Source: an optimization exercise on an open RTL-to-GDS flow (aim: small area, a short achievable clock period and few clock cycles per item). Production flows keep margins and buffers that such runs may drop. Function was not checked in any run shown here: the RTL went through the layout flow alone.

## flow/config.mk

```make
export PLATFORM = sky130hd
export DESIGN_NAME = whorl_rsq
export DESIGN_NICKNAME = whorl_rsq
export VERILOG_FILES = /design/flow/design.v
export SDC_FILE = /design/flow/constraint.sdc
export NUM_CORES = 4
export LEC_CHECK = 0
export ABC_AREA = 1
export CAP_MARGIN = 20
export CORE_MARGIN = 2
export CORE_UTILIZATION = 40
export PLACE_DENSITY = 0.6
export SLEW_MARGIN = 20
```

## flow/design.v

```verilog
module whorl_rsq (
    input             clk,
    input             rst,           
    input             in_valid,
    output            in_ready,
    input             in_sqrt,       
    input      [31:0] in_a,
    output reg        out_valid,
    output reg [31:0] out_res,
    output reg        out_sat,
    output reg        out_divz,
    output reg        out_domain
);
    localparam integer K  = 2;               
    localparam integer NC = 32 / K;          
    localparam integer CW = (NC > 1) ? $clog2(NC) : 1;
    localparam integer SKIP = (K <= 2) ? 2 / K : 0;    
    reg          busy, rdy, done;
    reg [CW-1:0] cnt;                        
    reg          sq;                         
    reg          nf;                         
    reg          sk;                         
    reg          f_spc, f_hi, f_lo, f_sat, f_divz, f_dom;
    reg          o_neg, o_sk, o_spc, o_hi, o_lo, o_sat, o_divz, o_dom;
    reg  [32:0]  S;                          
    reg          s;                          
    reg  [31:0]  D;                          
    reg  [31:0]  Q;                          
    assign in_ready = rdy;
    wire accept = in_valid & rdy;
    wire last   = busy & (cnt == 0);
    wire [31:0] a       = in_a;
    wire        a_zero  = (a == 32'd0);
    wire        sm_pos  = !a[31] & (a[30:28] == 3'd0) & (!a[27] | (a[26:0] == 27'd0));
    wire        sm_neg  = a[31] & (a[30:27] == 4'hF);
    wire        a_m27   = sm_neg & (a[26:0] == 27'd0);             
    wire        spc_in  = in_sqrt ? a[31] : (sm_pos | sm_neg);
    wire        skip_in = (SKIP == 0) ? 1'b0 :
                          in_sqrt ? (a[31:29] == 3'd0) :
                          a[31]   ? !(a[30] & a[29]) :
                                    (a[30] | (a[29] & (a[28:0] != 29'd0)));
    wire [32:0] s_init  = in_sqrt ? (skip_in ? {a[30:0], 2'b00} : {1'b0, a})
                                  : (skip_in ? 33'h0_4000_0000 : 33'h0_1000_0000);
    wire [32:0] st_S [0:K];
    wire        st_s [0:K];
    wire [31:0] st_D [0:K];
    wire [K-1:0] bits;
    assign st_S[0] = S;
    assign st_s[0] = s;
    assign st_D[0] = D;
    genvar j;
    generate
        for (j = 0; j < K; j = j + 1) begin : step
            wire [5:0]  i    = K * cnt + (K - 1 - j);
            wire [31:0] oh   = 32'd1 << i;                  
            wire [31:0] oh1  = {oh[30:0], 1'b0};            
            wire [31:0] F    = sq ? (st_D[j] | oh | (st_s[j] ? oh1 : 32'd0))
                                  : st_D[j];
            wire        inv  = !(st_s[j] ^ nf);
            wire [32:0] Y    = {nf, F} ^ {33{inv}};
            wire [32:0] R    = st_S[j] + Y + {32'd0, inv};
            wire        b    = !R[32];
            assign bits[K-1-j] = b;
            assign st_S[j+1] = {R[31:0], 1'b0};
            assign st_s[j+1] = R[32];
            assign st_D[j+1] = (sq & b) ? (st_D[j] | oh1) : st_D[j];
        end
    endgenerate
    wire [31:0] q_m  = {Q[31:30] & {2{!o_sk}}, Q[29:0]};
    wire [32:0] t    = {o_neg, q_m ^ {32{o_neg}}} + 33'd1;
    wire [31:0] res  = o_spc ? {o_hi, {31{o_lo}}} : t[32:1];
    always @(posedge clk) begin
        if (rst) begin
            busy      <= 1'b0;
            rdy       <= 1'b1;
            done      <= 1'b0;
            out_valid <= 1'b0;
        end else begin
            done      <= last;
            out_valid <= done;
            if (accept) begin
                busy <= 1'b1;
                cnt  <= spc_in ? {CW{1'b0}} : (skip_in ? NC - 1 - SKIP : NC - 1);
                rdy  <= spc_in;
            end else if (busy) begin
                if (cnt == 0) begin
                    busy <= 1'b0;
                    rdy  <= 1'b1;
                end else begin
                    cnt <= cnt - 1'b1;
                    rdy <= (cnt == 1);
                end
            end
        end
    end
    always @(posedge clk) begin
        if (accept) begin
            sq     <= in_sqrt;
            nf     <= !in_sqrt & a[31];
            sk     <= skip_in;
            f_spc  <= spc_in;
            f_hi   <= !in_sqrt & a[31];
            f_lo   <= !in_sqrt & !a[31];
            f_sat  <= !in_sqrt & (sm_pos | sm_neg) & !a_zero & !a_m27;
            f_divz <= !in_sqrt & a_zero;
            f_dom  <= in_sqrt & a[31];
            S      <= s_init;
            s      <= 1'b0;
            D      <= in_sqrt ? 32'd0 : a;
        end else begin
            S <= st_S[K];
            s <= st_s[K];
            D <= st_D[K];
        end
        if (busy)
            Q <= (K == 32) ? bits : {Q[31-K:0], bits};
        if (last) begin
            o_neg  <= nf;
            o_sk   <= sk;
            o_spc  <= f_spc;
            o_hi   <= f_hi;
            o_lo   <= f_lo;
            o_sat  <= f_sat;
            o_divz <= f_divz;
            o_dom  <= f_dom;
        end
        if (done) begin
            out_res    <= res;
            out_sat    <= o_sat;
            out_divz   <= o_divz;
            out_domain <= o_dom;
        end
    end
endmodule
```

## flow/constraint.sdc

```tcl
create_clock -name core_clock -period 11.0 [get_ports {clk}]
set_input_delay 2.2000 -clock core_clock [delete_from_list [all_inputs] [get_ports {clk}]]
set_output_delay 2.2000 -clock core_clock [all_outputs]
set_load 0.01 [all_outputs]
```

## flow/run.sh

```bash
#!/bin/bash
# synth_recipe.tcl (not shown) runs the flow's synth.tcl, then flattens the netlist and writes it again
# the make line also repeats each setting of config.mk as NAME=value (left out here)
make -C /OpenROAD-flow-scripts/flow DESIGN_CONFIG=/design/flow/config.mk WORK_HOME=/design/flow/orfs CLKGATE_MAP_FILE= SYNTH_SCRIPT=/design/flow/synth_recipe.tcl finish
```

==> results.ini, run 1 <==
[outcome]
status=timing/DRC/antenna clean

[cts]
cts_tree=yes
cts-hold-fix-buffers=0
clk_path_buf_depth=2
numCtsBuffers=17
cts_resized=0
htree_levels=4
cts_setup_buffers=0
clkTransAtPathRegs_ps=70
clockRootBuffer=clkbuf_16
clk-insertion-delay-late_ps=440
cts.sink_count=156

[job]
cap_violations=0

[logic_synthesis]
async_flop_share_pct=0
syn_area_per_cell_um2=7.45
syn-num-nets=1732
synth_edf_count=103
seq_area_frac_synth_pct=34.3
synth_seq_cells=156
netlist_instances=1625
yosysWarnings=1
synth_cell_types=55
synth.cell_area_mm2=0.0121
ys.flop_type=edfxtp_1

[route]
drt_iter0_markers=1174
wl_um=37900
drc=0
dr.pass1.iters=6
via_per_inst=5.31
antenna_left=0
vias=11100
wl_per_cell_um=18.2

[cells_and_area]
final_cells=2082
final_cell_mix=nand2_1 (319), inv_1 (194), nor2_1 (169)
fillers=2989
drive_above_1_share_pct=6.09
diodes=0
final_common_cell=nand2_1
nets=1786
syn2layout_area_growth_pct=13.2

[setup_path]
r2r-start=sq
critical-path-max-stage-delay_ps=590
arrival_ps=7670
crit_fanout=35
endpoint_kind=flop
startpoint_type=flop
rrSetupSlack_ps=3380
worstSetupPathType=reg -> reg
cp.required_ps=11050
crit_start=sq
rr_endpoint=D[23]
crit_path_end=D[23]
cp_slowest_cell=nand2_1
r2r_cells=31
crit_path_frequent_cell=nand2_1

[global_route]
grt_pass1_wl_um=58900
grt_start_max_net_pins=50
first_global_vias=10600
track_usage_pct=24.5
antenna_found_initial=0
grt.overflow.total=0

[hold_path]
hold_class=reg -> reg
whs_path_depth=0

[die]
core_region_area_mm2=0.0297
row_count=63
ios=73
start_util_pct=40.7
dieArea_mm2=0.0317
die_h_um=178
die_x_um=178

[sta]
tns_ps=0
post-route-min-period_ps=7620
relSlewSlack_pct=27.6
fin_skew_ps=20.8
setup_viol=0
drv_slew=0
max_freq_ghz=0.131
hold_viol=0
worst_slack_ps=3380
worstMarginPinSlew_ps=1090
grt_setup_unrepaired=false
fin_crit_sh_pct=69.3

[place]
hpwl_um=29000
io_buffers=72
place.gp.congestion=1.01
dpl.cell_count=2050
pre_cts_slack_ps=3530

## Yosys cell counts (3+ instances only)
master | count | area share, %
xor2_1 | 69 | 5.0
o21ai_2 | 12 | 0.87
o31ai_1 | 5 | 0.31
buf_6 | 5 | 0.47
nand2_2 | 19 | 0.98
inv_1 | 195 | 6.0
or2_2 | 5 | 0.26
nor3_1 | 30 | 1.2
inv_2 | 4 | 0.12
o21ai_1 | 13 | 0.54
a21boi_0 | 6 | 0.37
clkbuf_1 | 23 | 0.71
o22ai_1 | 10 | 0.52
a21o_1 | 13 | 0.81
buf_2 | 7 | 0.29
o21a_1 | 3 | 0.19
a31oi_1 | 7 | 0.36
nor4_1 | 5 | 0.26
nor3_2 | 4 | 0.33
a21oi_1 | 111 | 4.6
buf_1 | 5 | 0.16
nor2_2 | 5 | 0.26
nand2_4 | 4 | 0.37
o21bai_1 | 7 | 0.43
nand4_1 | 11 | 0.57
ha_1 | 69 | 7.1
nand3_1 | 69 | 2.9
nand2_1 | 319 | 9.9
nor2_1 | 171 | 5.3
dfxtp_1 | 53 | 8.8
o21ai_0 | 167 | 6.9
edfxtp_1 | 103 | 26
xnor2_1 | 64 | 4.6
a211oi_1 | 3 | 0.19
nor2_4 | 4 | 0.37
## layout make-up
class                   count  area [um^2]  area share [%]
well taps                 390          488            3.56
multi-input cells        1224         6940            50.7
clock buffers              18          429            3.13
flip-flops and latches    156         4150            30.3
repair buffers             80          781            5.70
inverters                 200          751            5.48
clock inverters            14          158            1.15
## routing by layer
metal | part of all wire, % | vias up | track usage, % | wire length, um
li1 | - | 5521 | - | -
met5 | 0 | - | 0 | 0
met4 | 3.0 | 0 | 8.61 | 1140
met2 | 47 | 391 | 41.2 | 17700
met3 | 5.4 | 58 | 3.15 | 2030
met1 | 45 | 5087 | 32.2 | 17000
## sequential cells by signal, summed over array words and instances (netlist names), 4 cells and up
register  count
D            32
out_res      32
cnt           4
S            33
Q            32
## cell families after synthesis
logic type | count (synthesis) | synth area share [%]
AOI/OAI and AO/OA | 365 | 16.6
xor gates and xnor gates | 134 | 9.85
adders and majority gates | 71 | 7.47
buffers and inverters | 245 | 8.37
DFF | 156 | 34.3
and+or+nand+nor | 654 | 23.3
## worst max-delay path: cells and delay by family, from the launching register on
| family | cells | cell delay, ps |
|---|---|---|
| adder cells (fa/ha/maj) | 2 | 760 |
| XOR/XNOR | 2 | 350 |
| AND/OR/NAND/NOR | 16 | 3150 |
| AO/OA/AOI/OAI | 7 | 1720 |
| flip-flops | 1 | 330 |
| buffers and inverters | 4 | 830 |
## worst min path at each step
stage                      start          to  slack [ps]
final                      o_dom  out_domain         420
after detailed placement   f_sat       o_sat         410
after CTS                  o_dom  out_domain         420
after global placement    f_divz      o_divz         400
after floorplan           f_divz      o_divz         400
after global routing      f_divz      o_divz         430
## through the flow
step	util, %	instance area, um^2	hold slack (ps)
2_1_floorplan	-	12100	400
3_3_place_gp	44.1	13100	401
3_5_place_dp	44.1	13100	405
4_1_cts	46.1	13700	422
5_1_grt	46.1	13700	429
6_report	46.1	13700	420
==> run 2: changes to the inputs <==
--- a/flow/config.mk
+++ b/flow/config.mk
@@ -7,3 +7,2 @@
 export LEC_CHECK = 0
-export ABC_AREA = 1
 export CAP_MARGIN = 20
==> run 2 against run 1 <==
  * Final area fell by 3.2%
  * Final cell count fell by 18%
  * Register-to-register slack got worse by 880 ps
  * Clock skew fell by 4.6 ps
  * Non-clock buffer count rose by 7
  * Synthesized cell count fell by 21%
  * Hold slack improved by 1.1 ps
  * Critical endpoint is now D[7]
  * Highest routed layer unchanged
==> results.ini, run 2 <==
[setup_path]
crit_path_frequent_cell=buf_4  ; was nand2_1
rrSetupSlack_ps=2490  ; was 3380 ps
startpoint_type=flop  ; unchanged
r2r_cells=27  ; was 31
arrival_ps=8690  ; was 7670 ps
rr_endpoint=D[7]  ; was D[23]
cp.required_ps=11180  ; was 11,050 ps
cp_slowest_cell=and2_1  ; was nand2_1
r2r-start=sq  ; unchanged
critical-path-max-stage-delay_ps=810  ; was 590 ps
worstSetupPathType=reg -> reg  ; unchanged
endpoint_kind=flop  ; unchanged
cp_top_family=compound AO/OA/AOI/OAI gates  ; was simple AND/OR/NAND/NOR gates
cp_num_buf_inv=3  ; was 4
crit_fanout=50  ; was 35

[cts]
clk-insertion-delay-late_ps=440  ; about the same
cts-hold-fix-buffers=0  ; unchanged
clockRootBuffer=clkbuf_16  ; unchanged
clkTransAtPathRegs_ps=70  ; about the same
cts_setup_buffers=0  ; unchanged
numCtsBuffers=17  ; unchanged
clk_path_buf_depth=2  ; unchanged
cts_tree=yes  ; unchanged
cts.sink_count=156  ; unchanged
cts_resized=0  ; unchanged
htree_levels=4  ; unchanged

[route]
antenna_left=0  ; unchanged
vias=9802  ; was 11,100
wl_um=32100  ; was 37,900 um
dr.pass1.iters=5  ; was 6
wl_per_cell_um=18.8  ; was 18.2 um
via_per_inst=5.73  ; was 5.31
drt_iter0_markers=737  ; was 1,174
drc=0  ; unchanged

[logic_synthesis]
seq_area_frac_synth_pct=35.6  ; was 34.3%
yosys-top-cells-count=a21oi_1 (130), o21ai_0 (119), edfxtp_1 (103)  ; was nand2_1 (319), inv_1 (195), nor2_1 (171)
ys.flop_type=edfxtp_1  ; unchanged
ys_top_cells_by_area=edfxtp_1 (27%), dfxtp_1 (9.1%), xnor2_1 (7.5%)  ; was edfxtp_1 (26%), nand2_1 (9.9%), dfxtp_1 (8.8%)
synth.most_common_cell=a21oi_1  ; was nand2_1
yosys.area.top_type=edfxtp_1  ; unchanged
synth_cell_types=73  ; was 55
synth_seq_cells=156  ; unchanged
synth_top_area_share_pct=26.5  ; was 25.6%
syn_area_per_cell_um2=9.05  ; was 7.45 um^2
synth.cell_area_mm2=0.0117  ; was 0.0121 mm^2
synth_edf_count=103  ; unchanged
netlist_instances=1289  ; was 1,625
yosysWarnings=1  ; unchanged
syn-num-nets=1396  ; was 1,732
async_flop_share_pct=0  ; unchanged

[cells_and_area]
final_area_mm2=0.0133  ; was 0.0137 mm^2
multiInputGateArea_mm2=0.00711  ; was 0.00694 mm^2
diodes=0  ; unchanged
utilization_pct=46.2  ; was 46.1%
regArea_mm2=0.00415  ; unchanged
largest_reg_flops=33  ; unchanged
final_common_cell=a21oi_1  ; was nand2_1
drive_above_1_share_pct=5.50  ; was 6.09%
nets=1422  ; was 1,786
syn2layout_area_growth_pct=13.8  ; was 13.2%
fillers=2756  ; was 2,989
top_register=S  ; unchanged
final_cell_mix=a21oi_1 (130), o21ai_0 (119), edfxtp_1 (103)  ; was nand2_1 (319), inv_1 (194), nor2_1 (169)

[global_route]
grt_start_max_net_pins=66  ; was 50
globalRouteMet3Util_pct=3.29  ; was 3.15%
grt.overflow.total=0  ; unchanged
first_global_vias=9089  ; was 10,600
use_met2_pct=33.6  ; was 41.2%
grt_pass1_wl_um=50500  ; was 58,900 um
antenna_found_initial=0  ; unchanged
met1_usage_pct=28.9  ; was 32.2%
track_usage_pct=21.0  ; was 24.5%
grt.busiest_layer=met2  ; unchanged

[job]
cap_violations=0  ; unchanged

[place]
io_buffers=72  ; unchanged
placed_cell_area_mm2=0.0127  ; was 0.0131 mm^2
hpwl_um=23200  ; was 29,000 um
place.gp.congestion=0.931  ; was 1.01
pre_cts_slack_ps=2620  ; was 3530 ps

[hold_path]
min-delay-start=o_divz  ; was o_dom
hold_end=out_divz  ; was out_domain
hold_class=reg -> reg  ; unchanged
whs_path_depth=0  ; unchanged

[die]
core_region_area_mm2=0.0287  ; was 0.0297 mm^2
die_h_um=175  ; was 178 um
die_x_um=175  ; was 178 um
row_count=62  ; was 63
start_util_pct=40.6  ; was 40.7%
dieArea_mm2=0.0305  ; was 0.0317 mm^2
ios=73  ; unchanged

[sta]
worst_slack_ps=2490  ; was 3380 ps
fin_crit_sh_pct=77.3  ; was 69.3%
worstMarginPinSlew_ps=1010  ; was 1090 ps
relSlewSlack_pct=32.7  ; was 27.6%
drv_slew=0  ; unchanged
tns_ps=0  ; unchanged
setup_viol=0  ; unchanged
post-route-min-period_ps=8510  ; was 7620 ps
max_freq_ghz=0.118  ; was 0.131 GHz
hold_viol=0  ; unchanged
grt_setup_unrepaired=false  ; unchanged
fin_skew_ps=16.2  ; was 20.8 ps

[outcome]
status=timing/DRC/antenna clean  ; unchanged

-- run 2: worst max path at each step --
stage                       from  endpoint  slack [ps]  cells after the start
after global placement    cnt[2]     D[21]        2820                     28
final                         sq      D[7]        2490                     27
after detailed placement  cnt[2]     D[21]        2620                     28
after floorplan           cnt[3]     D[11]        3520                     31
after CTS                 cnt[2]     D[27]        2590                     27
after global routing      cnt[2]      D[9]        1920                     28
-- run 2: cells by family after synthesis --
family / Yosys count / synth area share (%)
compound gates: 427 / 22.5
buf+inv: 105 / 3.49
fa+ha+maj: 71 / 7.75
mux: 36 / 3.09
simple gates: 325 / 14.5
flops: 156 / 35.6
xor+xnor: 169 / 13.0
-- run 2: per-layer routing --
layer / share of wire [%] / up-vias / wire (um)
li1: - / 4800 / -
met1: 46 / 4629 / 14900
met2: 45 / 322 / 14600
met3: 5.8 / 51 / 1870
met4: 2.4 / 0 / 787
met5: 0 / - / 0
-- run 2: cell type report --
cell class / count / area share, %
flip-flops and latches: 156 / 31.3
repair buffers: 87 / 6.28
clock inverters: 15 / 1.27
clock buffers: 17 / 3.21
multi-input cells: 1028 / 53.6
inverters: 25 / 0.707
well taps: 384 / 3.62
-- run 2: metrics by stage --
stage          hold slack, ps  instances
6_report                  421       1712
5_1_grt                   432       1712
4_1_cts                   421       1712
2_1_floorplan             400       1289
3_3_place_gp              401       1680
3_5_place_dp              406       1680
==> run 3: changes to the inputs <==
--- a/flow/config.mk
+++ b/flow/config.mk
@@ -11,2 +11,3 @@
 export PLACE_DENSITY = 0.6
+export SETUP_SLACK_MARGIN = 5
 export SLEW_MARGIN = 20
==> run 3 against run 2 <==
  * Largest cell class unchanged
  * Still clean on timing, DRC and antenna
  * Critical path depth is 4 higher
  * Critical path type unchanged
==> results.ini, run 3 <==
[outcome]
status=timing/DRC/antenna clean  ; unchanged

[route]
antenna_left=0  ; unchanged
drt_iter0_markers=1022  ; was 737
wl_per_cell_um=19.4  ; was 18.8 um
wl_um=34800  ; was 32,100 um
dr.pass1.iters=6  ; was 5
drc=0  ; unchanged
vias=10300  ; was 9,802
via_per_inst=5.73  ; about the same

[logic_synthesis]
netlist_instances=1289  ; unchanged
synth_edf_count=103  ; unchanged
syn_area_per_cell_um2=9.05  ; unchanged
yosysWarnings=1  ; unchanged
seq_area_frac_synth_pct=35.6  ; unchanged
synth_top_area_share_pct=26.5  ; unchanged
ys.flop_type=edfxtp_1  ; unchanged
yosys-top-cells-count=a21oi_1 (130), o21ai_0 (119), edfxtp_1 (103)  ; unchanged
async_flop_share_pct=0  ; unchanged
syn-num-nets=1396  ; unchanged
synth.most_common_cell=a21oi_1  ; unchanged
ys_top_cells_by_area=edfxtp_1 (27%), dfxtp_1 (9.1%), xnor2_1 (7.5%)  ; unchanged
synth_cell_types=73  ; unchanged
synth.cell_area_mm2=0.0117  ; unchanged
yosys.area.top_type=edfxtp_1  ; unchanged
synth_seq_cells=156  ; unchanged

[setup_path]
r2r_cells=31  ; was 27
critical-path-max-stage-delay_ps=470  ; was 810 ps
crit_fanout=8  ; was 50
rrSetupSlack_ps=4170  ; was 2490 ps
cp_slowest_cell=edfxtp_1  ; was and2_1
startpoint_type=flop  ; unchanged
worstSetupPathType=reg -> reg  ; unchanged
arrival_ps=6970  ; was 8690 ps
r2r-start=cnt[0]  ; was sq
rr_endpoint=D[31]  ; was D[7]
endpoint_kind=flop  ; unchanged
cp.required_ps=11150  ; was 11,180 ps

[job]
cap_violations=0  ; unchanged

[sta]
fin_crit_sh_pct=62.1  ; was 77.3%
worstMarginPinSlew_ps=1130  ; was 1010 ps
max_freq_ghz=0.146  ; was 0.118 GHz
drv_slew=0  ; unchanged
fin_skew_ps=25.1  ; was 16.2 ps
tns_ps=0  ; unchanged
hold_viol=0  ; unchanged
grt_setup_unrepaired=true  ; was false
post-route-min-period_ps=6830  ; was 8510 ps
relSlewSlack_pct=24.3  ; was 32.7%
setup_viol=0  ; unchanged

[global_route]
grt_pass1_wl_um=53300  ; was 50,500 um
grt.overflow.total=0  ; unchanged
track_usage_pct=22.3  ; was 21.0%
first_global_vias=9502  ; was 9,089
grt_start_max_net_pins=84  ; was 66
antenna_found_initial=0  ; unchanged

[cells_and_area]
final_cell_mix=a21oi_1 (115), o21ai_0 (110), edfxtp_1 (103)  ; was a21oi_1 (130), o21ai_0 (119), edfxtp_1 (103)
nets=1500  ; was 1,422
largest_reg_flops=33  ; unchanged
top_register=S  ; unchanged
syn2layout_area_growth_pct=25.0  ; was 13.8%
final_common_cell=a21oi_1  ; unchanged
diodes=0  ; unchanged
drive_above_1_share_pct=17.1  ; was 5.50%

[cts]
numCtsBuffers=17  ; unchanged
clockRootBuffer=clkbuf_16  ; unchanged
clkTransAtPathRegs_ps=70  ; about the same
clk_path_buf_depth=2  ; unchanged
clk-insertion-delay-late_ps=440  ; about the same
cts.sink_count=156  ; unchanged
htree_levels=4  ; unchanged
cts_tree=yes  ; unchanged

[place]
hpwl_um=23200  ; about the same
io_buffers=72  ; unchanged
place.gp.congestion=0.954  ; was 0.931

[die]
row_count=62  ; unchanged
core_region_area_mm2=0.0287  ; unchanged
dieArea_mm2=0.0305  ; unchanged
start_util_pct=40.6  ; unchanged
die_x_um=175  ; unchanged
die_h_um=175  ; unchanged
ios=73  ; unchanged

[hold_path]
hold_end=out_domain  ; was out_divz
whs_path_depth=0  ; unchanged
min-delay-start=o_dom  ; was o_divz
hold_class=reg -> reg  ; unchanged

-- run 3: cell types whose count changed in the layout (fill, tap and decap cells not counted), moves of 7 or more --
cell | previous run | this run
buf_4 | 15 | 76
a21oi_1 | 130 | 115
a21oi_2 | 4 | 16
ha_1 | 69 | 59
o21ai_0 | 119 | 110
nor3_1 | 23 | 16
o31ai_1 | 11 | 4
-- run 3: routing by layer --
layer / routed length, um / vias up / GRT usage [%]
li1: - / 4959 / -
met1: 15400 / 4843 / 30.6
met2: 15900 / 395 / 34.9
met3: 2330 / 66 / 3.79
met4: 1160 / 0 / 8.89
met5: 0 / - / 0
-- run 3: logic make-up (layout without fill, tap and decap cells) --
group,after synthesis,in the layout,synth area share [%]
adder cells (fa/ha/maj),71,71,7.75
multiplexers,36,36,3.09
AO/OA/AOI/OAI,427,428,22.5
AND/OR/NAND/NOR,325,325,14.5
flip-flops,156,156,35.6
buffers and inverters,105,221,3.49
XOR/XNOR,169,169,13.0
-- run 3: final cells by class --
class | instances | area [um^2]
fillers | 2646 | 14100
flip-flops and latches | 156 | 4150
well taps | 384 | 480
clock buffers | 17 | 425
clock inverters | 15 | 174
repair buffers | 164 | 1590
multi-input cells | 1029 | 7660
inverters | 25 | 93.8
-- run 3: how the worst max path moves through the flow --
stage | start | end | slack (ps) | cells past startpoint
after global routing | cnt[0] | D[1] | 4010 | 31
after detailed placement | sq | D[23] | 2790 | 25
after CTS | cnt[0] | D[21] | 4330 | 31
final | cnt[0] | D[31] | 4170 | 31
after global placement | sq | D[23] | 2910 | 25
after floorplan | cnt[0] | D[11] | 4540 | 31
-- run 3: what timing repair did --
action                                  4_1_cts  5_1_grt
hold buffers                                  0        0
gates resized for setup                      67       48
buffers inserted                             56       17
endpoints found under the setup margin       62       54
gates cloned                                  3        2
pin swaps                                    30       23
-- run 3: worst max-delay path, delay by kind of cell, from the launching register on --
kind,cells,cell delay [ps]
buffers and inverters,6,940
xor gates and xnor gates,4,630
and+or+nand+nor,4,920
DFF,1,470
AOI/OAI and AO/OA,13,2360
muxes,1,370
adders and majority gates,3,800
-- run 3: stage by stage --
step,std cells,setup slack [ps],hold WS (ps),area (um^2),utilization [%]
after floorplan,1289,4540,400,11800,-
after global placement,1680,2910,401,12800,44.5
after detailed placement,1680,2790,405,12800,44.5
after CTS,1771,4330,420,14200,49.4
after global routing,1790,4010,423,14600,50.8
final,1790,4170,419,14600,50.8
==> run 4: changes to the inputs <==
--- a/flow/design.v
+++ b/flow/design.v
@@ -13,3 +13,3 @@
 );
-    localparam integer K  = 2;               
+    localparam integer K  = 4;               
     localparam integer NC = 32 / K;          
==> run 4 against run 3 <==
  * Non-clock buffer count grew 430
  * Largest cell class unchanged
  * Register-to-register slack got worse by 5100 ps
  * Final cell count rose by 53%
  * Hold slack better by 0.88 ps
  * Sequential cell count shrank 3
  * Sequential share of layout area is 9.9 points lower
  * Clock skew decreased by 8.3 ps
  * Synthesized cell count is 33% higher
  * Fmax is 43% lower
  * The layout now fails its checks (negative setup slack)
  * First-iteration DRC count is 10% lower
==> results.ini, run 4 <==
[setup_path]
rr_endpoint=D[1]  ; was D[31]
endpoint_kind=flop  ; unchanged
rrSetupSlack_ps=-940  ; was 4170 ps
worstSetupPathType=reg -> reg  ; unchanged
cp_slowest_cell=or4b_4  ; was edfxtp_1
arrival_ps=12070  ; was 6970 ps
r2r-start=nf  ; was cnt[0]
crit_path_frequent_cell=buf_12
cp.required_ps=11140  ; was 11,150 ps
startpoint_type=flop  ; unchanged
r2r_cells=57  ; was 31
crit_fanout=10  ; was 8
critical-path-max-stage-delay_ps=500  ; was 470 ps

[hold_path]
whs_path_depth=0  ; unchanged
hold_class=reg -> reg  ; unchanged
min-delay-start=f_dom  ; was o_dom
hold_end=o_dom  ; was out_domain

[cts]
numCtsBuffers=17  ; unchanged
htree_levels=4  ; unchanged
cts.sink_count=153  ; was 156
clkTransAtPathRegs_ps=80  ; was 70 ps
clk-insertion-delay-late_ps=460  ; was 440 ps
clockRootBuffer=clkbuf_16  ; unchanged
cts_tree=yes  ; unchanged
clk_path_buf_depth=2  ; unchanged

[cells_and_area]
drive_above_1_share_pct=32.5  ; was 17.1%
final_area_mm2=0.0214  ; was 0.0146 mm^2
syn2layout_area_growth_pct=46.2  ; was 25.0%
final_common_cell=buf_4  ; was a21oi_1
final_cell_mix=buf_4 (489), xnor2_1 (156), a21oi_1 (149)  ; was a21oi_1 (115), o21ai_0 (110), edfxtp_1 (103)
final_cells=2746  ; was 1,790
nets=2437  ; was 1,500
top_register=S  ; unchanged
largest_reg_flops=33  ; unchanged
utilization_pct=58.8  ; was 50.8%

[route]
wl_per_cell_um=19.0  ; was 19.4 um
wl_met1_um=23200  ; was 15,400 um
drt_iter0_markers=920  ; was 1,022
wl_met3_um=3710  ; was 2330 um
vias=14900  ; was 10,300
dr.pass1.iters=5  ; was 6
wl_um=52200  ; was 34,800 um
via_per_inst=5.44  ; was 5.73
drc=0  ; unchanged
antenna_left=0  ; unchanged
route.met2.wl_um=24100  ; was 15,900 um
top_layer=met5  ; was met4

[sta]
relSlewSlack_pct=35.2  ; was 24.3%
worst_slack_ps=-936  ; was 4170 ps
hold_viol=0  ; unchanged
fin_crit_sh_pct=109  ; was 62.1%
max_freq_ghz=0.0838  ; was 0.146 GHz
fin_skew_ps=16.8  ; was 25.1 ps
post-route-min-period_ps=11940  ; was 6830 ps
setup_viol=41  ; was 0
worstMarginPinSlew_ps=972  ; was 1130 ps
grt_setup_unrepaired=true  ; unchanged
drv_slew=0  ; unchanged
tns_ps=-28110  ; was 0 ps

[place]
io_buffers=72  ; unchanged
place.gp.congestion=1.00  ; was 0.954
placed_cell_area_mm2=0.0195  ; was 0.0128 mm^2
hpwl_um=40900  ; was 23,200 um
dpl.cell_count=2651  ; was 1,680

[logic_synthesis]
synth.cell_area_mm2=0.0146  ; was 0.0117 mm^2
synth_cell_types=79  ; was 73
yosys.area.top_type=edfxtp_1  ; unchanged
seq_area_frac_synth_pct=27.2  ; was 35.6%
synth_seq_cells=153  ; was 156
synth.most_common_cell=a21oi_1  ; unchanged
syn_area_per_cell_um2=8.53  ; was 9.05 um^2
syn-num-nets=1888  ; was 1,396
yosysWarnings=1  ; unchanged
async_flop_share_pct=0  ; unchanged
ys.flop_type=edfxtp_1  ; unchanged
ys_top_cells_by_area=edfxtp_1 (19%), ha_1 (11%), xnor2_1 (11%)  ; was edfxtp_1 (27%), dfxtp_1 (9.1%), xnor2_1 (7.5%)
synth_edf_count=92  ; was 103
yosys-top-cells-count=a21oi_1 (182), xnor2_1 (179), o21ai_0 (138)  ; was a21oi_1 (130), o21ai_0 (119), edfxtp_1 (103)
netlist_instances=1715  ; was 1,289
synth_top_area_share_pct=18.9  ; was 26.5%

[die]
ios=73  ; unchanged
die_h_um=195  ; was 175 um
die_x_um=195  ; was 175 um
dieArea_mm2=0.0381  ; was 0.0305 mm^2
start_util_pct=40.2  ; was 40.6%
core_region_area_mm2=0.0363  ; was 0.0287 mm^2
row_count=70  ; was 62

[global_route]
grt_pass1_wl_um=80700  ; was 53,300 um
antenna_found_initial=1  ; was 0
first_global_vias=14900  ; was 9,502
grt.overflow.total=0  ; unchanged
track_usage_pct=27.2  ; was 22.3%
grt_start_max_net_pins=68  ; was 84

[outcome]
status=failed layout checks  ; was timing/DRC/antenna clean
so.violations=negative setup slack

[job]
cap_violations=0  ; unchanged

-- run 4: cell count changes after synthesis, sizes merged, moves of 36 or more --
| cell | delta |
|---|---|
| ha | +64 |
| inv | +41 |
| nand3 | +36 |
| xor2 | +43 |
| a21oi | +48 |
| nor2 | +71 |
| xnor2 | +79 |
-- run 4: critical path, delay by kind of cell (launching register included) --
| kind | cells | cell delay [ps] |
|---|---|---|
| XOR/XNOR | 13 | 2360 |
| adder cells (fa/ha/maj) | 5 | 1360 |
| flip-flops | 1 | 460 |
| multiplexers | 1 | 240 |
| AND/OR/NAND/NOR | 8 | 1550 |
| buffers and inverters | 11 | 1600 |
| AO/OA/AOI/OAI | 19 | 3990 |
-- run 4: worst max-delay path by stage --
stage | endpoint | startpoint
2_1_floorplan | D[13] | nf
3_3_place_gp | D[17] | cnt[0]
3_5_place_dp | D[25] | cnt[0]
4_1_cts | S[30] | nf
5_1_grt | D[1] | cnt[1]
6_report | D[1] | nf
-- run 4: timing repair --
action | in CTS | in global routing
resized for setup | 75 | 111
gates cloned | 1 | 1
pin swaps | 51 | 76
endpoints found under the setup margin | 68 | 68
buffers inserted | 35 | 25
hold buffers | 0 | 0
-- run 4: kinds of logic after synthesis --
group,count (synthesis),synth area share [%]
XOR/XNOR,293,18.2
multiplexers,40,2.74
adder cells (fa/ha/maj),137,11.9
flip-flops,153,27.2
AO/OA/AOI/OAI,531,22.4
buffers and inverters,131,3.61
AND/OR/NAND/NOR,430,13.9
-- run 4: per-stage QoR --
step	hold WS (ps)	setup WS, ps
after floorplan	400	-841
after global placement	406	-1550
after detailed placement	405	-1880
after CTS	420	-843
after global routing	434	-1390
final	420	-936
-- run 4: final cells by class --
type                       count  area, um^2
antenna                        1        2.50
clock inverter                13         109
inverter                      67         259
sequential                   153        3990
fill                        3162       15000
multi-input combinational   1431       11100
clock buffer                  19         443
timing repair buffer         594        4910
tap                          468         586
-- run 4: layer usage --
| metal | vias to the layer above | global-route usage, % |
|---|---|---|
| li1 | 7299 | - |
| met1 | 7081 | 36.7 |
| met2 | 486 | 45.5 |
| met3 | 69 | 4.13 |
| met4 | 2 | 7.18 |
| met5 | - | 0 |
==> run 5: changes to the inputs <==
--- a/flow/design.v
+++ b/flow/design.v
@@ -13,3 +13,3 @@
 );
-    localparam integer K  = 4;               
+    localparam integer K  = 1;               
     localparam integer NC = 32 / K;          
==> run 5 against run 4 <==
  * The run now finishes clean
  * Non-clock buffer count is 511 lower
  * Sequential cell count grew 4
  * Synthesized cell count shrank 34%
  * Final area down 44%
  * Hold slack hardly changed
  * Critical path type unchanged
  * Highest routed layer is now met4
==> results.ini, run 5 <==
[outcome]
status=timing/DRC/antenna clean  ; was failed layout checks

[cells_and_area]
final_cell_mix=edfxtp_1 (119), o21ai_0 (117), a21oi_1 (97)  ; was buf_4 (489), xnor2_1 (156), a21oi_1 (149)
final_common_cell=edfxtp_1  ; was buf_4
drive_above_1_share_pct=4.86  ; was 32.5%
nets=1234  ; was 2,437
largest_reg_flops=33  ; unchanged
diodes=0  ; was 1
syn2layout_area_growth_pct=14.8  ; was 46.2%
fillers=2533  ; was 3,162
final_area_mm2=0.0120  ; was 0.0214 mm^2
regArea_mm2=0.00434  ; was 0.00399 mm^2
multiInputGateArea_mm2=0.00567  ; was 0.0111 mm^2
top_register=S  ; unchanged

[setup_path]
cp.required_ps=11060  ; was 11,140 ps
rrSetupSlack_ps=5580  ; was -940 ps
endpoint_kind=flop  ; unchanged
startpoint_type=flop  ; unchanged
worstSetupPathType=reg -> reg  ; unchanged
arrival_ps=5480  ; was 12,070 ps
r2r-start=cnt[0]  ; was nf
crit_fanout=31  ; was 10
rr_endpoint=D[2]  ; was D[1]
r2r_cells=16  ; was 57

[sta]
grt_setup_unrepaired=false  ; was true
setup_viol=0  ; was 41
worstMarginPinSlew_ps=1100  ; was 972 ps
tns_ps=0  ; was -28,110 ps
relSlewSlack_pct=26.7  ; was 35.2%
max_freq_ghz=0.184  ; was 0.0838 GHz
fin_crit_sh_pct=49.3  ; was 109%
drv_slew=0  ; unchanged
worst_slack_ps=5580  ; was -936 ps
hold_viol=0  ; unchanged
fin_skew_ps=12.9  ; was 16.8 ps
post-route-min-period_ps=5420  ; was 11,940 ps

[place]
hpwl_um=18400  ; was 40,900 um
placed_cell_area_mm2=0.0114  ; was 0.0195 mm^2
io_buffers=72  ; unchanged
pre_cts_slack_ps=5320  ; was -1880 ps
place.gp.congestion=0.866  ; was 1.00

[route]
antenna_left=0  ; unchanged
via_per_inst=5.69  ; was 5.44
drc=0  ; unchanged
vias=8584  ; was 14,900
wl_per_cell_um=17.4  ; was 19.0 um
dr.pass1.iters=7  ; was 5
wl_um=26300  ; was 52,200 um
drt_iter0_markers=775  ; was 920

[global_route]
antenna_found_initial=0  ; was 1
track_usage_pct=19.6  ; was 27.2%
met1_usage_pct=28.0  ; was 36.7%
use_met2_pct=31.3  ; was 45.5%
grt_start_max_net_pins=67  ; was 68
first_global_vias=7953  ; was 14,900
grt.overflow.total=0  ; unchanged
globalRouteMet3Util_pct=2.77  ; was 4.13%
grt.busiest_layer=met2  ; unchanged
grt_pass1_wl_um=42200  ; was 80,700 um

[cts]
clockRootBuffer=clkbuf_16  ; unchanged
clk-insertion-delay-late_ps=430  ; was 460 ps
cts_setup_buffers=0  ; was 35
cts-hold-fix-buffers=0  ; unchanged
cts_resized=0  ; was 75
clk_path_buf_depth=2  ; unchanged
numCtsBuffers=17  ; unchanged
cts.sink_count=157  ; was 153
htree_levels=4  ; unchanged
clkTransAtPathRegs_ps=70  ; was 80 ps
cts_tree=yes  ; unchanged

[logic_synthesis]
netlist_instances=1127  ; was 1,715
synth.most_common_cell=edfxtp_1  ; was a21oi_1
yosysWarnings=1  ; unchanged
synth_seq_cells=157  ; was 153
yosys-top-cells-count=edfxtp_1 (119), o21ai_0 (117), a21oi_1 (97)  ; was a21oi_1 (182), xnor2_1 (179), o21ai_0 (138)
async_flop_share_pct=0  ; unchanged
ys_top_cells_by_area=edfxtp_1 (34%), dfxtp_1 (7.3%), xnor2_1 (6.6%)  ; was edfxtp_1 (19%), ha_1 (11%), xnor2_1 (11%)
seq_area_frac_synth_pct=41.6  ; was 27.2%
synth_edf_count=119  ; was 92
ys.flop_type=edfxtp_1  ; unchanged
synth_top_family_by_area=compound AO/OA/AOI/OAI gates  ; unchanged
synth_compound_area_share_pct=20.7  ; was 22.4%
synthXorXnorAreaFrac_pct=8.91  ; was 18.2%
syn_area_per_cell_um2=9.24  ; was 8.53 um^2
synth.cell_area_mm2=0.0104  ; was 0.0146 mm^2
synth_cell_types=67  ; was 79
synth_top_area_share_pct=34.3  ; was 18.9%
synthMuxAreaShare_pct=3.38  ; was 2.74%
yosys.area.top_type=edfxtp_1  ; unchanged
synthSimpleGateAreaFrac_pct=16.8  ; was 13.9%
synth_fa_ha_area_share_pct=4.64  ; was 11.9%
syn-num-nets=1201  ; was 1,888

[die]
die_x_um=165  ; was 195 um
row_count=59  ; was 70
ios=73  ; unchanged
core_region_area_mm2=0.0258  ; was 0.0363 mm^2
dieArea_mm2=0.0273  ; was 0.0381 mm^2
die_h_um=165  ; was 195 um
start_util_pct=40.3  ; was 40.2%

[hold_path]
hold_end=o_spc  ; was o_dom
hold_class=reg -> reg  ; unchanged
min-delay-start=f_spc  ; was f_dom
whs_path_depth=0  ; unchanged

[job]
cap_violations=0  ; unchanged

==> run 5: cell count changes after synthesis, moves of 18 or more <==
cell / before / now
inv_1: 64 / 35
a21o_1: 55 / 19
dfxtp_1: 61 / 38
nand3b_1: 1 / 57
nand3_1: 48 / 21
nor3_1: 41 / 23
ha_1: 133 / 37
o21ai_0: 138 / 117
nor2_1: 136 / 61
edfxtp_1: 92 / 119
a21oi_1: 182 / 97
xnor2_1: 179 / 78
o21bai_1: 28 / 4
xor2_1: 108 / 28
==> run 5: how the worst max path moves through the flow <==
stage | start | end | slack, ps
after floorplan | cnt[4] | D[10] | 6390
after global placement | in_a[8] | S[12] | 5420
after detailed placement | in_a[8] | S[11] | 5320
after CTS | cnt[0] | D[17] | 5600
after global routing | cnt[1] | D[17] | 5200
final | cnt[0] | D[2] | 5580
==> run 5: layout make-up <==
cell class                 count  share of cell area, %
inverter                      36                   1.13
tap                          335                   3.51
sequential                   157                   36.3
clock buffer                  17                   3.56
multi-input combinational    865                   47.4
clock inverter                15                   1.37
timing repair buffer          83                   6.72
==> run 5: through the flow <==
| step | instances | hold slack [ps] | utilization (%) |
|---|---|---|---|
| after floorplan | 1127 | 400 | - |
| after global placement | 1476 | 401 | 44.0 |
| after detailed placement | 1476 | 405 | 44.0 |
| after CTS | 1508 | 419 | 46.3 |
| after global routing | 1508 | 443 | 46.3 |
| final | 1508 | 419 | 46.3 |
==> run 5: kinds of logic (layout without fill, tap and decap cells) <==
family	Yosys count	in the layout
flip-flops	157	157
AND/OR/NAND/NOR	322	322
AO/OA/AOI/OAI	364	364
buffers and inverters	105	151
multiplexers	35	35
XOR/XNOR	106	106
adder cells (fa/ha/maj)	38	38
==> run 5: worst max-delay path, cell delays in order, from the launching register on <==
cell and delay, ps:
edfxtp_1 460, inv_1 140, ha_1 320, nor4b_2 450, or2_2 210, a21o_1 110, a21oi_1 70, xnor2_1 200
fa_1 490, a21oi_1 250, o211ai_1 210, nand3_1 130, o21ai_0 180, a221oi_1 720, o21a_1 260, mux2i_1 190
a211o_2 650
==> run 5: per-layer routing <==
layer  vias to the layer above  part of all wire (%)
met5                         -                     0
met3                        30                   4.3
li1                       4233                     -
met1                      4098                    48
met2                       223                    46
met4                         0                   1.7
==> run 6: changes to the inputs <==
--- a/flow/design.v
+++ b/flow/design.v
@@ -13,3 +13,3 @@
 );
-    localparam integer K  = 1;               
+    localparam integer K  = 2;               
     localparam integer NC = 32 / K;          
==> flow/flow/run.sh (new file) <==
#!/bin/bash
set -euo pipefail
bash standard.sh SETUP_SLACK_MARGIN=8 finish > standard_flow.log 2>&1
==> flow/standard.sh (new file) <==
#!/bin/bash
# synth_recipe.tcl (not shown) runs the flow's synth.tcl, then flattens the netlist and writes it again
# the make line also repeats each setting of config.mk as NAME=value (left out here)
make -C /OpenROAD-flow-scripts/flow DESIGN_CONFIG=/design/flow/config.mk WORK_HOME=/design/flow/orfs CLKGATE_MAP_FILE= SYNTH_SCRIPT=/design/flow/synth_recipe.tcl "${@:-finish}"
--- a/flow/config.mk
+++ b/flow/config.mk
@@ -11,3 +11,2 @@
 export PLACE_DENSITY = 0.6
-export SETUP_SLACK_MARGIN = 5
 export SLEW_MARGIN = 20
removed: flow/run.sh
==> run 6 against run 5 <==
  * Critical endpoint is now D[15]
  * Highest routed layer unchanged
  * Synthesized cell count rose by 14%
  * Count of clock-buffer cells in the layout rose by 1
  * Still clean on timing, DRC and antenna
==> results.ini, run 6 <==
[die]
start_util_pct=40.6  ; was 40.3%
die_h_um=175  ; was 165 um
core_region_area_mm2=0.0287  ; was 0.0258 mm^2
ios=73  ; unchanged
dieArea_mm2=0.0305  ; was 0.0273 mm^2
die_x_um=175  ; was 165 um
row_count=62  ; was 59

[setup_path]
critical-path-max-stage-delay_ps=490  ; was 720 ps
endpoint_kind=flop  ; unchanged
arrival_ps=6980  ; was 5480 ps
worstSetupPathType=reg -> reg  ; unchanged
crit_path_frequent_cell=buf_12  ; was a21oi_1
cp_slowest_cell=edfxtp_1  ; was a221oi_1
r2r-start=cnt[0]  ; unchanged
cp.required_ps=11160  ; was 11,060 ps
startpoint_type=flop  ; unchanged
crit_fanout=8  ; was 31
crit_start=cnt[0]  ; unchanged

[route]
antenna_left=0  ; unchanged
drc=0  ; unchanged
vias=11100  ; was 8,584
wl_per_cell_um=20.9  ; was 17.4 um
dr.pass1.iters=7  ; unchanged
drt_iter0_markers=1149  ; was 775
via_per_inst=5.89  ; was 5.69
wl_um=39500  ; was 26,300 um

[global_route]
track_usage_pct=23.6  ; was 19.6%
globalRouteMet3Util_pct=4.68  ; was 2.77%
grt_start_max_net_pins=51  ; was 67
met1_usage_pct=31.1  ; was 28.0%
grt_pass1_wl_um=56300  ; was 42,200 um
antenna_found_initial=0  ; unchanged
first_global_vias=10200  ; was 7,953
grt.busiest_layer=met2  ; unchanged
use_met2_pct=37.7  ; was 31.3%
grt.overflow.total=0  ; unchanged

[cts]
clk_path_buf_depth=2  ; unchanged
clk-insertion-delay-late_ps=450  ; was 430 ps
cts_tree=yes  ; unchanged
cts-hold-fix-buffers=0  ; unchanged
clkTransAtPathRegs_ps=70  ; about the same
clockRootBuffer=clkbuf_16  ; unchanged
numCtsBuffers=17  ; unchanged
cts.sink_count=156  ; was 157
htree_levels=4  ; unchanged

[cells_and_area]
nets=1598  ; was 1,234
top_register=S  ; unchanged
final_common_cell=buf_4  ; was edfxtp_1
largest_reg_flops=33  ; unchanged
utilization_pct=56.8  ; was 46.3%
diodes=0  ; unchanged
syn2layout_area_growth_pct=39.8  ; was 14.8%
drive_above_1_share_pct=33.8  ; was 4.86%
final_area_mm2=0.0163  ; was 0.0120 mm^2
final_cell_mix=buf_4 (120), edfxtp_1 (103), a21oi_1 (94)  ; was edfxtp_1 (119), o21ai_0 (117), a21oi_1 (97)

[logic_synthesis]
synth_cell_types=73  ; was 67
ys.flop_type=edfxtp_1  ; unchanged
syn_area_per_cell_um2=9.05  ; was 9.24 um^2
async_flop_share_pct=0  ; unchanged
yosysWarnings=1  ; unchanged
synth_seq_cells=156  ; was 157
synth.most_common_cell=a21oi_1  ; was edfxtp_1
seq_area_frac_synth_pct=35.6  ; was 41.6%
netlist_instances=1289  ; was 1,127
syn-num-nets=1396  ; was 1,201
yosys-top-cells-count=a21oi_1 (130), o21ai_0 (119), edfxtp_1 (103)  ; was edfxtp_1 (119), o21ai_0 (117), a21oi_1 (97)
synth_edf_count=103  ; was 119
synth.cell_area_mm2=0.0117  ; was 0.0104 mm^2
synth_top_area_share_pct=26.5  ; was 34.3%
yosys.area.top_type=edfxtp_1  ; unchanged
ys_top_cells_by_area=edfxtp_1 (27%), dfxtp_1 (9.1%), xnor2_1 (7.5%)  ; was edfxtp_1 (34%), dfxtp_1 (7.3%), xnor2_1 (6.6%)

[place]
pre_cts_slack_ps=2730  ; was 5320 ps
placed_cell_area_mm2=0.0129  ; was 0.0114 mm^2
place.gp.congestion=0.873  ; was 0.866
hpwl_um=23300  ; was 18,400 um
io_buffers=72  ; unchanged

[sta]
setup_viol=0  ; unchanged
worstMarginPinSlew_ps=727  ; was 1100 ps
tns_ps=0  ; unchanged
grt_setup_unrepaired=true  ; was false
relSlewSlack_pct=51.4  ; was 26.7%
max_freq_ghz=0.147  ; was 0.184 GHz
hold_viol=0  ; unchanged
worst_slack_ps=4180  ; was 5580 ps
fin_crit_sh_pct=62.0  ; was 49.3%
post-route-min-period_ps=6820  ; was 5420 ps
fin_skew_ps=15.9  ; was 12.9 ps
drv_slew=0  ; unchanged

[hold_path]
min-delay-start=f_lo  ; was f_spc
hold_class=reg -> reg  ; unchanged

[job]
cap_violations=0  ; unchanged

[outcome]
status=timing/DRC/antenna clean  ; unchanged

## run 6: final cells by class
cell class	count	area (um^2)
clock buffer	18	429
clock inverter	14	173
fill	2446	12400
inverter	25	126
multi-input combinational	1030	8480
sequential	156	4160
tap	384	480
timing repair buffer	260	2450
timing repair inverter	1	8.76
## run 6: cell families after synthesis
logic type,count (synthesis),synth area share [%]
fa+ha+maj,71,7.75
flops,156,35.6
simple gates,325,14.5
mux,36,3.09
xor+xnor,169,13.0
compound gates,427,22.5
buf+inv,105,3.49
## run 6: path summary, 6_finish.rpt
check	endpoint	slack [ps]	depth (start not counted)
max	D[15]	4180	30
min	o_lo	410	0
max reg2reg	D[15]	4180	30
min reg2reg	o_lo	410	0
## run 6: timing repair
item | CTS | global route
endpoints found under the hold margin | 0 | 0
gates cloned | 9 | 6
gates resized for setup | 434 | 200
buffers inserted | 94 | 71
endpoints found under the setup margin | 157 | 135
pin swaps | 71 | 96
## run 6: layer usage
layer  vias to the layer above  share of wire [%]
li1                       5177                  -
met1                      5326                 42
met5                         -                  0
met3                       117                8.0
met2                       507                 47
met4                         0                3.7
## run 6: metrics by stage
step | hold slack (ps) | instances
after global placement | 403 | 1676
final | 410 | 1888
after CTS | 416 | 1811
after floorplan | 400 | 1289
after global routing | 414 | 1888
after detailed placement | 408 | 1676
## run 6: critical path: cells and delay by family (launching register included)
family,cells,cell delay (ps)
AO/OA/AOI/OAI,12,2470
buffers and inverters,6,950
AND/OR/NAND/NOR,4,870
adder cells (fa/ha/maj),3,790
XOR/XNOR,4,720
flip-flops,1,490
multiplexers,1,220

separate check: timing with driven ports:
In the flow no input, the clock included, has a driving cell. The finished layouts below were timed again as built, in two steps. Step 1, drivers: a clkbuf_16 drives clk and a buf_2 each remaining input, both assumed. Step 2, shift: input delay + t, output delay - t, t = (earliest + latest rising clock arrival at the registers) / 2. This alone moves slack from input paths to output paths. Three values: no drivers, after step 1, after step 2; two values: the first two.
run | t, ns | slack for setup (ns) | hold WS [ns] | latest minus earliest clock arrival (ns) | worst slew at a driven data input, ns
run 1 | 0.478 | 3.379 / 3.379 / 3.379 | 0.420 / 0.420 / 0.420 | 0.021 / 0.021 | 0.07
run 2 | 0.482 | 2.495 / 2.495 / 2.495 | 0.421 / 0.421 / 0.421 | 0.016 / 0.016 | 0.04
run 3 | 0.478 | 4.173 / 4.173 / 4.173 | 0.419 / 0.419 / 0.419 | 0.027 / 0.026 | 0.04
run 4 | 0.506 | -0.936 / -0.936 / -0.936 | 0.420 / 0.420 / 0.420 | 0.019 / 0.019 | 0.06
run 5 | 0.476 | 5.579 / 5.579 / 5.292 | 0.419 / 0.419 / 0.419 | 0.014 / 0.014 | 0.04
run 6 | 0.487 | 4.182 / 4.182 / 4.182 | 0.410 / 0.410 / 0.410 | 0.016 / 0.016 | 0.07
For run 5, which loses most, drivers alone change the setup slack by 0.000 ns; drivers and shift together by -0.287 ns.
